This design comes from an exercise in tuning for small area, a short achievable clock period and few clock cycles on the open sky130 flow, not from production work. Only simulation tests tie the RTL to the original design; equivalence was not proved. Power figures rest on the tool's default switching activity, not on a simulated workload.

==> inputs of 03-12 <==
==> flow/design.v <==
module ssu_sort (
    input  wire        clk,
    input  wire        rst,
    input  wire        cfg_valid,
    output wire        cfg_ready,
    input  wire [9:0]  cfg_n,
    input  wire [9:0]  cfg_k,
    input  wire        cfg_desc,
    input  wire        key_valid,
    output wire        key_ready,
    input  wire [31:0] key_data,
    output wire        out_valid,
    input  wire        out_ready,
    output wire [6:0]  out_pos,
    output wire        out_last,
    output wire        out_fault
);
    localparam NMAX = 128;
    localparam LCAP = 132;           
    localparam NKC  = 4;             
    localparam KSPAN = NMAX / NKC;
    localparam [32*NKC-1:0] KPAT = {32'hAAAA_AAAA, 32'h5555_5555, 32'hFFFF_FFFF, 32'h0000_0000};
    integer c;
    reg  [7:0] jq_n [0:3];
    reg  [7:0] jq_k [0:3];
    reg  [7:0] jq_d [0:3];
    reg  [3:0] jq_k1, jq_n1, jq_d0, jq_d1;
    reg  [3:0] jq_desc, jq_bad, jq_nan, jq_rdy;
    reg  [2:0] wr, kp, op;           
    reg        cfg_ready_r;
    reg        key_ready_r;
    reg        kact;                 
    reg  [6:0] ki;                   
    reg  [6:0] kn1;                  
    reg        klast;                
    reg        kdesc;
    reg  [8:0] occ;                  
    reg  [31:0] k_key [0:NKC-1];
    reg         k_v, k_last, k_nan; reg [6:0] k_idx; reg [1:0] k_job;
    reg  [31:0] store [0:NMAX-1];
    reg         nan_acc;
    reg  [NMAX-1:0] l_vec, l_mask; reg l_v, l_last; reg [6:0] l_idx; reg [1:0] l_job;
    reg  [15:0] l_kh [0:NKC-1];
    reg  [NMAX-1:0] c_vec; reg c_v, c_last; reg [6:0] c_idx; reg [1:0] c_job;
    reg  [4:0] g_cnt [0:7];   reg g_v, g_last; reg [6:0] g_idx; reg [1:0] g_job;
    reg  [6:0] p_a;     reg p_v, p_last; reg [6:0] p_idx; reg [1:0] p_job;
    reg  [6:0] lc [0:LCAP-1];        
    reg  [LCAP:0] rsel;              
    reg        h_on;                 
    reg        h_flt;                
    reg  [7:0] h_em;                 
    reg  [7:0] h_ds;                 
    reg        h_emz, h_em1, h_dsz, h_ds1;
    reg  [8:0] s0, s1;               
    reg        v0, v1;
    function [31:0] ord_key;
        input [31:0] x;
        begin
            if (x[30:0] == 31'd0)
                ord_key = 32'h8000_0000;
            else if (x[31])
                ord_key = ~x;
            else
                ord_key = {1'b1, x[30:0]};
        end
    endfunction
    function gt16;
        input [15:0] s, k;
        input        cin;
        integer b;
        reg gt;
        begin
            gt = cin;
            for (b = 0; b < 16; b = b + 1)
                gt = (s[b] & ~k[b]) | (s[b] & gt) | (~k[b] & gt);
            gt16 = gt;
        end
    endfunction
    wire [9:0] k_eff    = (cfg_k == 10'd0) ? cfg_n : cfg_k;
    wire       cfg_bad  = (cfg_n == 10'd0) || (cfg_n > NMAX) || (cfg_k > cfg_n);
    wire       cfg_fire = cfg_valid & cfg_ready_r;
    reg        q_fire;               
    reg  [1:0] q_w;                  
    wire [7:0] q_d      = jq_n[q_w] - jq_k[q_w];
    wire       key_fire = key_valid & key_ready_r;
    wire       kfin     = key_fire & klast;
    wire [2:0] kc       = (kact & ~kfin) ? kp : kp + {2'b00, kact};    
    wire       kfree    = ~kact | kfin;
    wire       kstart   = kfree & (kc != wr) & ~jq_bad[kc[1:0]];
    wire       kskip    = kfree & (kc != wr) &  jq_bad[kc[1:0]];
    wire [2:0] kp_nx    = kc + {2'b00, kskip};
    wire [7:0] kc_n1    = jq_n[kc[1:0]] - 8'd1;
    wire       push     = h_on & ~h_emz & ~v1;
    wire       drop     = h_on &  h_emz & ~h_dsz;
    wire       pop      = (push & ~h_flt) | drop;
    wire       hdone    = (push & h_em1 & h_dsz) | (drop & h_ds1);
    wire [2:0] op_nx    = op + {2'b00, hdone};
    wire [1:0] ci       = op_nx[1:0];
    wire       c_rdy    = jq_rdy[ci] | (p_v & p_last & (p_job == ci));
    wire       load     = (~h_on | hdone) & (op_nx != wr) & c_rdy;
    wire       c_flt    = jq_bad[ci] | jq_nan[ci];
    reg  [6:0] back;                 
    always @(*) begin
        back = 7'd0;
        for (c = 0; c < LCAP; c = c + 1)
            back = back | (lc[c] & {7{rsel[c+1]}});
    end
    wire [8:0] pdata    = h_flt ? 9'b0000000_1_1 : {back, h_em1, 1'b0};
    wire [2:0] wr_nx    = wr + {2'b00, cfg_fire};
    assign cfg_ready = cfg_ready_r;
    assign key_ready = key_ready_r;
    assign out_valid = v0;
    assign out_pos   = s0[8:2];
    assign out_last  = s0[1];
    assign out_fault = s0[0];
    wire   ofire     = v0 & out_ready;
    wire       nan_acc_nx = ((k_idx == 7'd0) ? 1'b0 : nan_acc) | k_nan;
    wire [7:0] em_nx  = h_em - {7'd0, push};
    wire [7:0] ds_nx  = h_ds - {7'd0, drop};
    always @(posedge clk) begin
        if (rst) begin
            wr <= 3'd0; kp <= 3'd0; op <= 3'd0;
            cfg_ready_r <= 1'b0;
            key_ready_r <= 1'b0;
            kact <= 1'b0;
            occ <= 9'd0;
            rsel <= {{LCAP{1'b0}}, 1'b1};
            h_on <= 1'b0;
            v0 <= 1'b0;
            v1 <= 1'b0;
        end else begin
            wr <= wr_nx;
            kp <= kp_nx;
            op <= op_nx;
            cfg_ready_r <= ((wr_nx - op) != 3'd4);
            kact <= kstart | (kact & ~kfin);
            key_ready_r <= (kstart | (kact & ~kfin)) && (occ < LCAP - 1);
            occ <= occ + {8'd0, key_fire} - {8'd0, pop};
            if (p_v && !pop)
                rsel <= {rsel[LCAP-1:0], 1'b0};
            else if (pop && !p_v)
                rsel <= {1'b0, rsel[LCAP:1]};
            h_on <= load | (h_on & ~hdone);
            if (ofire || !v0) begin
                v0 <= v1 | push;
                v1 <= 1'b0;
            end else if (push) begin
                v1 <= 1'b1;
            end
        end
    end
    always @(posedge clk) begin
        if (kstart) begin
            ki    <= 7'd0;
            kn1   <= kc_n1[6:0];
            klast <= (kc_n1 == 8'd0);
            kdesc <= jq_desc[kc[1:0]];
        end else if (key_fire) begin
            ki    <= ki + 7'd1;
            klast <= (ki + 7'd1 == kn1);
        end
    end
    always @(posedge clk) begin
        if (load) begin
            h_flt <= c_flt;
            h_em  <= c_flt ? 8'd1 : jq_k[ci];
            h_emz <= 1'b0;
            h_em1 <= c_flt | jq_k1[ci];
            h_ds  <= jq_bad[ci] ? 8'd0 : jq_nan[ci] ? jq_n[ci] : jq_d[ci];
            h_dsz <= jq_bad[ci] | (~jq_nan[ci] & jq_d0[ci]);
            h_ds1 <= ~jq_bad[ci] & (jq_nan[ci] ? jq_n1[ci] : jq_d1[ci]);
        end else begin
            h_em  <= em_nx;
            h_emz <= (em_nx == 8'd0);
            h_em1 <= (em_nx == 8'd1);
            h_ds  <= ds_nx;
            h_dsz <= (ds_nx == 8'd0);
            h_ds1 <= (ds_nx == 8'd1);
        end
    end
    always @(posedge clk) begin
        q_fire <= cfg_fire & ~rst;
        q_w    <= wr[1:0];
        if (cfg_fire) begin
            jq_n[wr[1:0]]    <= cfg_n[7:0];
            jq_k[wr[1:0]]    <= k_eff[7:0];
            jq_desc[wr[1:0]] <= cfg_desc;
            jq_bad[wr[1:0]]  <= cfg_bad;
        end
        if (q_fire) begin
            jq_d[q_w]  <= q_d;
            jq_k1[q_w] <= (jq_k[q_w] == 8'd1);
            jq_n1[q_w] <= (jq_n[q_w] == 8'd1);
            jq_d0[q_w] <= (q_d == 8'd0);
            jq_d1[q_w] <= (q_d == 8'd1);
        end
        if (k_v && k_last)
            jq_nan[k_job] <= nan_acc_nx;
        else if (cfg_fire)
            jq_nan[wr[1:0]] <= 1'b0;
        if (cfg_fire)
            jq_rdy[wr[1:0]] <= cfg_bad;
        if (p_v && p_last)
            jq_rdy[p_job] <= 1'b1;
    end
    always @(posedge clk) begin
        if (ofire || !v0)
            s0 <= v1 ? s1 : pdata;
        if (push && v0 && !ofire && !v1)
            s1 <= pdata;
    end
    always @(posedge clk) begin
        for (c = 0; c < NKC; c = c + 1)
            k_key[c] <= ord_key(key_data) ^ {32{kdesc}} ^ KPAT[32*c +: 32];
        k_nan  <= (key_data[30:23] == 8'hFF) && (key_data[22:0] != 23'd0);
        k_v    <= key_fire & ~rst;
        k_idx  <= ki;
        k_last <= klast;
        k_job  <= kp[1:0];
    end
    reg [NMAX-1:0] lo_gt;
    always @(*) begin
        for (c = 0; c < NMAX; c = c + 1)
            lo_gt[c] = gt16(store[c][15:0], k_key[c / KSPAN][15:0] ^ KPAT[32*(c / KSPAN) +: 16], 1'b0);
    end
    always @(posedge clk) begin
        if (k_v) begin
            store[0] <= k_key[0];
            for (c = 1; c < NMAX; c = c + 1)
                store[c] <= store[c-1];
            nan_acc <= nan_acc_nx;
        end
        for (c = 0; c < NKC; c = c + 1)
            l_kh[c] <= k_key[c][31:16];
        l_vec  <= lo_gt;
        for (c = 0; c < NMAX; c = c + 1)
            l_mask[c] <= (c < k_idx);
        l_v    <= k_v & ~rst;
        l_idx  <= k_idx;
        l_last <= k_last;
        l_job  <= k_job;
    end
    reg [NMAX-1:0] after;
    always @(*) begin
        for (c = 0; c < NMAX; c = c + 1)
            after[c] = l_mask[c] &&
                       gt16(store[(c < NMAX-1) ? c+1 : c][31:16], l_kh[c / KSPAN] ^ KPAT[32*(c / KSPAN) + 16 +: 16], l_vec[c]);
    end
    always @(posedge clk) begin
        c_vec  <= after;
        c_v    <= l_v & ~rst;
        c_idx  <= l_idx;
        c_last <= l_last;
        c_job  <= l_job;
    end
    function [4:0] cnt16;
        input [15:0] v;
        integer b;
        begin
            cnt16 = 5'd0;
            for (b = 0; b < 16; b = b + 1)
                cnt16 = cnt16 + {4'd0, v[b]};
        end
    endfunction
    always @(posedge clk) begin
        for (c = 0; c < 8; c = c + 1)
            g_cnt[c] <= cnt16(c_vec[c*16 +: 16]);
        g_v    <= c_v & ~rst;
        g_idx  <= c_idx;
        g_last <= c_last;
        g_job  <= c_job;
    end
    always @(posedge clk) begin
        p_a    <= (({2'd0, g_cnt[0]} + {2'd0, g_cnt[1]}) + ({2'd0, g_cnt[2]} + {2'd0, g_cnt[3]})) +
                  (({2'd0, g_cnt[4]} + {2'd0, g_cnt[5]}) + ({2'd0, g_cnt[6]} + {2'd0, g_cnt[7]}));
        p_v    <= g_v & ~rst;
        p_idx  <= g_idx;
        p_last <= g_last;
        p_job  <= g_job;
    end
    always @(posedge clk) begin
        if (p_v) begin
            for (c = 0; c < LCAP; c = c + 1) begin
                if (c == p_a)
                    lc[c] <= p_idx;
                else if (c > p_a)
                    lc[c] <= lc[(c > 0) ? c-1 : 0];
            end
        end
    end
endmodule
==> flow/run.sh <==
#!/bin/bash
# synth_recipe.tcl (not shown) runs the flow's synth.tcl, then flattens the netlist and writes it again
# the make line also repeats each setting of config.mk as NAME=value (left out here)
make -C /OpenROAD-flow-scripts/flow DESIGN_CONFIG=/design/flow/config.mk WORK_HOME=/design/flow/orfs CLKGATE_MAP_FILE= SYNTH_SCRIPT=/design/flow/synth_recipe.tcl finish
==> flow/config.mk <==
export PLATFORM = sky130hd
export DESIGN_NAME = ssu_sort
export DESIGN_NICKNAME = ssu_sort
export VERILOG_FILES = /design/flow/design.v
export SDC_FILE = /design/flow/constraint.sdc
export NUM_CORES = 4
export LEC_CHECK = 0
export CAP_MARGIN = 20
export CORE_MARGIN = 2
export CORE_UTILIZATION = 40
export CTS_CLUSTER_DIAMETER = 90
export CTS_CLUSTER_SIZE = 22
export SETUP_SLACK_MARGIN = 4.7
export SLEW_MARGIN = 20
==> flow/constraint.sdc <==
create_clock -name core_clock -period 8.0 [get_ports {clk}]
set_input_delay 1.6000 -clock core_clock [delete_from_list [all_inputs] [get_ports {clk}]]
set_output_delay 1.6000 -clock core_clock [all_outputs]
set_load 0.01 [all_outputs]
==> 12-06: changes against 03-12 <==
--- a/flow/design.v
+++ b/flow/design.v
@@ -26,7 +26,7 @@
     reg  [7:0] jq_d [0:3];
     reg  [3:0] jq_k1, jq_n1, jq_d0, jq_d1;
     reg  [3:0] jq_desc, jq_bad, jq_nan, jq_rdy;
-    reg  [2:0] wr, kp, op;           
+    reg  [2:0] wr, wv, kp, op;       
     reg        cfg_ready_r;
     reg        key_ready_r;
     reg        kact;                 
@@ -42,8 +42,11 @@
     reg  [NMAX-1:0] l_vec, l_mask; reg l_v, l_last; reg [6:0] l_idx; reg [1:0] l_job;
     reg  [15:0] l_kh [0:NKC-1];
     reg  [NMAX-1:0] c_vec; reg c_v, c_last; reg [6:0] c_idx; reg [1:0] c_job;
-    reg  [4:0] g_cnt [0:7];   reg g_v, g_last; reg [6:0] g_idx; reg [1:0] g_job;
-    reg  [6:0] p_a;     reg p_v, p_last; reg [6:0] p_idx; reg [1:0] p_job;
+    reg  [3:0] f_cnt [0:15];  reg f_v, f_last; reg [6:0] f_idx; reg [1:0] f_job;
+    reg  [5:0] g_cnt [0:3];   reg g_v, g_last; reg [6:0] g_idx; reg [1:0] g_job;
+    reg  [7:0] p_he, p_hl;           
+    reg  [15:0] p_le, p_ll;          
+    reg        p_v, p_last; reg [6:0] p_idx; reg [1:0] p_job;
     reg  [6:0] lc [0:LCAP-1];        
     reg  [LCAP:0] rsel;              
     reg        h_on;                 
@@ -76,8 +79,12 @@
             gt16 = gt;
         end
     endfunction
-    wire [9:0] k_eff    = (cfg_k == 10'd0) ? cfg_n : cfg_k;
-    wire       cfg_bad  = (cfg_n == 10'd0) || (cfg_n > NMAX) || (cfg_k > cfg_n);
+    reg        a_fire;
+    reg  [1:0] a_w;
+    reg  [9:0] a_n, a_k;
+    reg        a_desc;
+    wire [9:0] k_eff    = (a_k == 10'd0) ? a_n : a_k;
+    wire       cfg_bad  = (a_n == 10'd0) || (a_n > NMAX) || (a_k > a_n);
     wire       cfg_fire = cfg_valid & cfg_ready_r;
     reg        q_fire;               
     reg  [1:0] q_w;                  
@@ -86,8 +93,8 @@
     wire       kfin     = key_fire & klast;
     wire [2:0] kc       = (kact & ~kfin) ? kp : kp + {2'b00, kact};    
     wire       kfree    = ~kact | kfin;
-    wire       kstart   = kfree & (kc != wr) & ~jq_bad[kc[1:0]];
-    wire       kskip    = kfree & (kc != wr) &  jq_bad[kc[1:0]];
+    wire       kstart   = kfree & (kc != wv) & ~jq_bad[kc[1:0]];
+    wire       kskip    = kfree & (kc != wv) &  jq_bad[kc[1:0]];
     wire [2:0] kp_nx    = kc + {2'b00, kskip};
     wire [7:0] kc_n1    = jq_n[kc[1:0]] - 8'd1;
     wire       push     = h_on & ~h_emz & ~v1;
@@ -97,7 +104,7 @@
     wire [2:0] op_nx    = op + {2'b00, hdone};
     wire [1:0] ci       = op_nx[1:0];
     wire       c_rdy    = jq_rdy[ci] | (p_v & p_last & (p_job == ci));
-    wire       load     = (~h_on | hdone) & (op_nx != wr) & c_rdy;
+    wire       load     = (~h_on | hdone) & (op_nx != wv) & c_rdy;
     wire       c_flt    = jq_bad[ci] | jq_nan[ci];
     reg  [6:0] back;                 
     always @(*) begin
@@ -119,7 +126,7 @@
     wire [7:0] ds_nx  = h_ds - {7'd0, drop};
     always @(posedge clk) begin
         if (rst) begin
-            wr <= 3'd0; kp <= 3'd0; op <= 3'd0;
+            wr <= 3'd0; wv <= 3'd0; kp <= 3'd0; op <= 3'd0;
             cfg_ready_r <= 1'b0;
             key_ready_r <= 1'b0;
             kact <= 1'b0;
@@ -130,6 +137,7 @@
             v1 <= 1'b0;
         end else begin
             wr <= wr_nx;
+            wv <= wv + {2'b00, a_fire};
             kp <= kp_nx;
             op <= op_nx;
             cfg_ready_r <= ((wr_nx - op) != 3'd4);
@@ -179,13 +187,20 @@
         end
     end
     always @(posedge clk) begin
-        q_fire <= cfg_fire & ~rst;
-        q_w    <= wr[1:0];
+        a_fire <= cfg_fire & ~rst;
+        a_w    <= wr[1:0];
         if (cfg_fire) begin
-            jq_n[wr[1:0]]    <= cfg_n[7:0];
-            jq_k[wr[1:0]]    <= k_eff[7:0];
-            jq_desc[wr[1:0]] <= cfg_desc;
-            jq_bad[wr[1:0]]  <= cfg_bad;
+            a_n    <= cfg_n;
+            a_k    <= cfg_k;
+            a_desc <= cfg_desc;
+        end
+        q_fire <= a_fire & ~rst;
+        q_w    <= a_w;
+        if (a_fire) begin
+            jq_n[a_w]    <= a_n[7:0];
+            jq_k[a_w]    <= k_eff[7:0];
+            jq_desc[a_w] <= a_desc;
+            jq_bad[a_w]  <= cfg_bad;
         end
         if (q_fire) begin
             jq_d[q_w]  <= q_d;
@@ -196,10 +211,10 @@
         end
         if (k_v && k_last)
             jq_nan[k_job] <= nan_acc_nx;
-        else if (cfg_fire)
-            jq_nan[wr[1:0]] <= 1'b0;
-        if (cfg_fire)
-            jq_rdy[wr[1:0]] <= cfg_bad;
+        else if (a_fire)
+            jq_nan[a_w] <= 1'b0;
+        if (a_fire)
+            jq_rdy[a_w] <= cfg_bad;
         if (p_v && p_last)
             jq_rdy[p_job] <= 1'b1;
     end
@@ -218,11 +233,18 @@
         k_last <= klast;
         k_job  <= kp[1:0];
     end
-    reg [NMAX-1:0] lo_gt;
-    always @(*) begin
-        for (c = 0; c < NMAX; c = c + 1)
-            lo_gt[c] = gt16(store[c][15:0], k_key[c / KSPAN][15:0] ^ KPAT[32*(c / KSPAN) +: 16], 1'b0);
-    end
+    wire [NMAX-1:0] lo_gt;
+    genvar gi;
+    generate
+        for (gi = 0; gi < NMAX; gi = gi + 1) begin : g_lo
+            ssu_sort_gt16 u_lo (
+                .s(store[gi][15:0]),
+                .k(k_key[gi / KSPAN][15:0] ^ KPAT[32*(gi / KSPAN) +: 16]),
+                .cin(1'b0),
+                .gt(lo_gt[gi])
+            );
+        end
+    endgenerate
     always @(posedge clk) begin
         if (k_v) begin
             store[0] <= k_key[0];
@@ -240,11 +262,21 @@
         l_last <= k_last;
         l_job  <= k_job;
     end
-    reg [NMAX-1:0] after;
+    wire [NMAX-1:0] hi_gt;
+    reg  [NMAX-1:0] after;
+    generate
+        for (gi = 0; gi < NMAX; gi = gi + 1) begin : g_hi
+            ssu_sort_gt16 u_hi (
+                .s(store[(gi < NMAX-1) ? gi+1 : gi][31:16]),
+                .k(l_kh[gi / KSPAN] ^ KPAT[32*(gi / KSPAN) + 16 +: 16]),
+                .cin(l_vec[gi]),
+                .gt(hi_gt[gi])
+            );
+        end
+    endgenerate
     always @(*) begin
         for (c = 0; c < NMAX; c = c + 1)
-            after[c] = l_mask[c] &&
-                       gt16(store[(c < NMAX-1) ? c+1 : c][31:16], l_kh[c / KSPAN] ^ KPAT[32*(c / KSPAN) + 16 +: 16], l_vec[c]);
+            after[c] = l_mask[c] && hi_gt[c];
     end
     always @(posedge clk) begin
         c_vec  <= after;
@@ -253,39 +285,80 @@
         c_last <= l_last;
         c_job  <= l_job;
     end
-    function [4:0] cnt16;
-        input [15:0] v;
-        integer b;
+    function [3:0] cnt8;
+        input [7:0] v;
         begin
-            cnt16 = 5'd0;
-            for (b = 0; b < 16; b = b + 1)
-                cnt16 = cnt16 + {4'd0, v[b]};
+            cnt8 = (({3'd0, v[0]} + {3'd0, v[1]}) + ({3'd0, v[2]} + {3'd0, v[3]})) +
+                   (({3'd0, v[4]} + {3'd0, v[5]}) + ({3'd0, v[6]} + {3'd0, v[7]}));
         end
     endfunction
     always @(posedge clk) begin
-        for (c = 0; c < 8; c = c + 1)
-            g_cnt[c] <= cnt16(c_vec[c*16 +: 16]);
-        g_v    <= c_v & ~rst;
-        g_idx  <= c_idx;
-        g_last <= c_last;
-        g_job  <= c_job;
-    end
-    always @(posedge clk) begin
-        p_a    <= (({2'd0, g_cnt[0]} + {2'd0, g_cnt[1]}) + ({2'd0, g_cnt[2]} + {2'd0, g_cnt[3]})) +
-                  (({2'd0, g_cnt[4]} + {2'd0, g_cnt[5]}) + ({2'd0, g_cnt[6]} + {2'd0, g_cnt[7]}));
+        for (c = 0; c < 16; c = c + 1)
+            f_cnt[c] <= cnt8(c_vec[c*8 +: 8]);
+        f_v    <= c_v & ~rst;
+        f_idx  <= c_idx;
+        f_last <= c_last;
+        f_job  <= c_job;
+    end
+    always @(posedge clk) begin
+        for (c = 0; c < 4; c = c + 1)
+            g_cnt[c] <= ({2'd0, f_cnt[4*c]} + {2'd0, f_cnt[4*c+1]}) + ({2'd0, f_cnt[4*c+2]} + {2'd0, f_cnt[4*c+3]});
+        g_v    <= f_v & ~rst;
+        g_idx  <= f_idx;
+        g_last <= f_last;
+        g_job  <= f_job;
+    end
+    wire [6:0] g_sum = ({1'b0, g_cnt[0]} + {1'b0, g_cnt[1]}) + ({1'b0, g_cnt[2]} + {1'b0, g_cnt[3]});
+    always @(posedge clk) begin
+        for (c = 0; c < 8; c = c + 1) begin
+            p_he[c] <= (g_sum[6:4] == c);
+            p_hl[c] <= (g_sum[6:4] < c);
+        end
+        for (c = 0; c < 16; c = c + 1) begin
+            p_le[c] <= (g_sum[3:0] == c);
+            p_ll[c] <= (g_sum[3:0] < c);
+        end
         p_v    <= g_v & ~rst;
         p_idx  <= g_idx;
         p_last <= g_last;
         p_job  <= g_job;
     end
+    reg [LCAP-1:0] ins_at, ins_past;
+    always @(*) begin
+        for (c = 0; c < LCAP; c = c + 1) begin
+            if (c < NMAX) begin
+                ins_at[c]   = p_he[c / 16] & p_le[c % 16];
+                ins_past[c] = p_hl[c / 16] | (p_he[c / 16] & p_ll[c % 16]);
+            end else begin
+                ins_at[c]   = 1'b0;
+                ins_past[c] = 1'b1;
+            end
+        end
+    end
     always @(posedge clk) begin
         if (p_v) begin
             for (c = 0; c < LCAP; c = c + 1) begin
-                if (c == p_a)
+                if (ins_at[c])
                     lc[c] <= p_idx;
-                else if (c > p_a)
+                else if (ins_past[c])
                     lc[c] <= lc[(c > 0) ? c-1 : 0];
             end
         end
     end
 endmodule
+module ssu_sort_gt16 (
+    input  wire [15:0] s,
+    input  wire [15:0] k,
+    input  wire        cin,
+    output wire        gt
+);
+    wire [16:0] g;
+    assign g[0] = cin;
+    genvar b;
+    generate
+        for (b = 0; b < 16; b = b + 1) begin : g_b
+            assign g[b+1] = (s[b] & ~k[b]) | (s[b] & g[b]) | (~k[b] & g[b]);
+        end
+    endgenerate
+    assign gt = g[16];
+endmodule
CORE_UTILIZATION = 50   (was 40)
SYNTH_HIERARCHICAL = 1   (was default)
==> summary.txt <==
Number of distinct library cells after synthesis: 03-12 84; 12-06 63
Status: 03-12 timing/DRC/antenna clean; 12-06 timing/DRC/antenna clean
Reg-to-reg critical path endpoint: 03-12 c_vec[82]$_DFF_P_; 12-06 s0[3]$_DFFE_PP_
Fraction of area in registers: 03-12 0.573; 12-06 0.582
Switching power summed over all nets: 03-12 27.8 mW; 12-06 27.4 mW
Core Region: 03-12 0.646 sq mm; 12-06 0.548 sq mm
Data arrival time of the critical path: 03-12 4.93 ns; 12-06 4.40 ns
Power density relative to cell area: 03-12 270 mW/mm^2; 12-06 262 mW/mm^2
Part of the total power dissipated in sequential elements: 03-12 0.465; 12-06 0.486
Final Total Pwr: 03-12 80.2 mW; 12-06 77.9 mW
Timing endpoint of the critical path: 03-12 c_vec[82]$_DFF_P_; 12-06 s0[3]$_DFFE_PP_
Clock network share of area: 03-12 0.0343; 12-06 0.0329
Seq cells post-synth: 03-12 5,926; 12-06 6,051
Layout buffering overhead excluding clock cells: 03-12 0.0339; 12-06 0.0141
Floorplan row count: 03-12 295; 12-06 272
Pin count of the biggest net entering global routing: 03-12 178; 12-06 185
Insertion delay of the later-clocked pin in the worst-skew pair: 03-12 1.08 ns; 12-06 1.06 ns
Met2 Use GR: 03-12 0.411; 12-06 0.520
Final period utilization: 03-12 0.503; 12-06 0.448
Worst-margin pin slew: 03-12 1.32 ns; 12-06 1.34 ns
Die Wd: 03-12 809 microns; 12-06 745 microns
XOR/XNOR Fraction of Synth Area: 03-12 0.00486; 12-06 0.00475
Area of combinational cells with multiple inputs: 03-12 0.0923 sq mm; 12-06 0.0853 sq mm
Chip height: 03-12 809 microns; 12-06 745 microns
Post-CTS Setup Bufs: 03-12 218; 12-06 12
Count of routing violations after the opening detailed-route iteration: 03-12 22,500; 12-06 22,800
Testbench counts of 03-12, summed over its fixed seeds: cycles 15,350.
Testbench counts of 12-06, summed over its fixed seeds: cycles 15,377.

==> what the ideal ports hide <==
The results above use ideal ports. As a check the final layouts listed here were re-extracted and re-timed, cells and wires unchanged.
Step 1 (the two cells are an assumption about what drives the block):
set clk [get_ports {clk}]
set_driving_cell -lib_cell sky130_fd_sc_hd__clkbuf_16 $clk
set_driving_cell -lib_cell sky130_fd_sc_hd__buf_2 [delete_from_list [all_inputs] $clk]
Step 2, shift: input delay + t, output delay - t, t = (earliest + latest rising clock arrival at the registers) / 2. This alone moves slack from input paths to output paths.
a / b / c = no drivers / after step 1 / after step 2; a / b = the first two.
| run | t (ns) | setup slack, ns | worst setup path at the end | clock arrival spread, ns | worst data-port slew with drivers (ns) |
|---|---|---|---|---|---|
| 03-12 | 1.154 | 3.979 / 3.979 / 3.414 | input to register | 0.104 / 0.104 | 0.53 |
| 12-06 | 1.143 | 4.416 / 4.416 / 3.652 | input to register | 0.099 / 0.099 | 0.25 |
After both steps every run listed still meets setup and hold. For 12-06, which loses most, drivers alone change the setup slack by 0.000 ns; drivers and shift together by -0.764 ns.
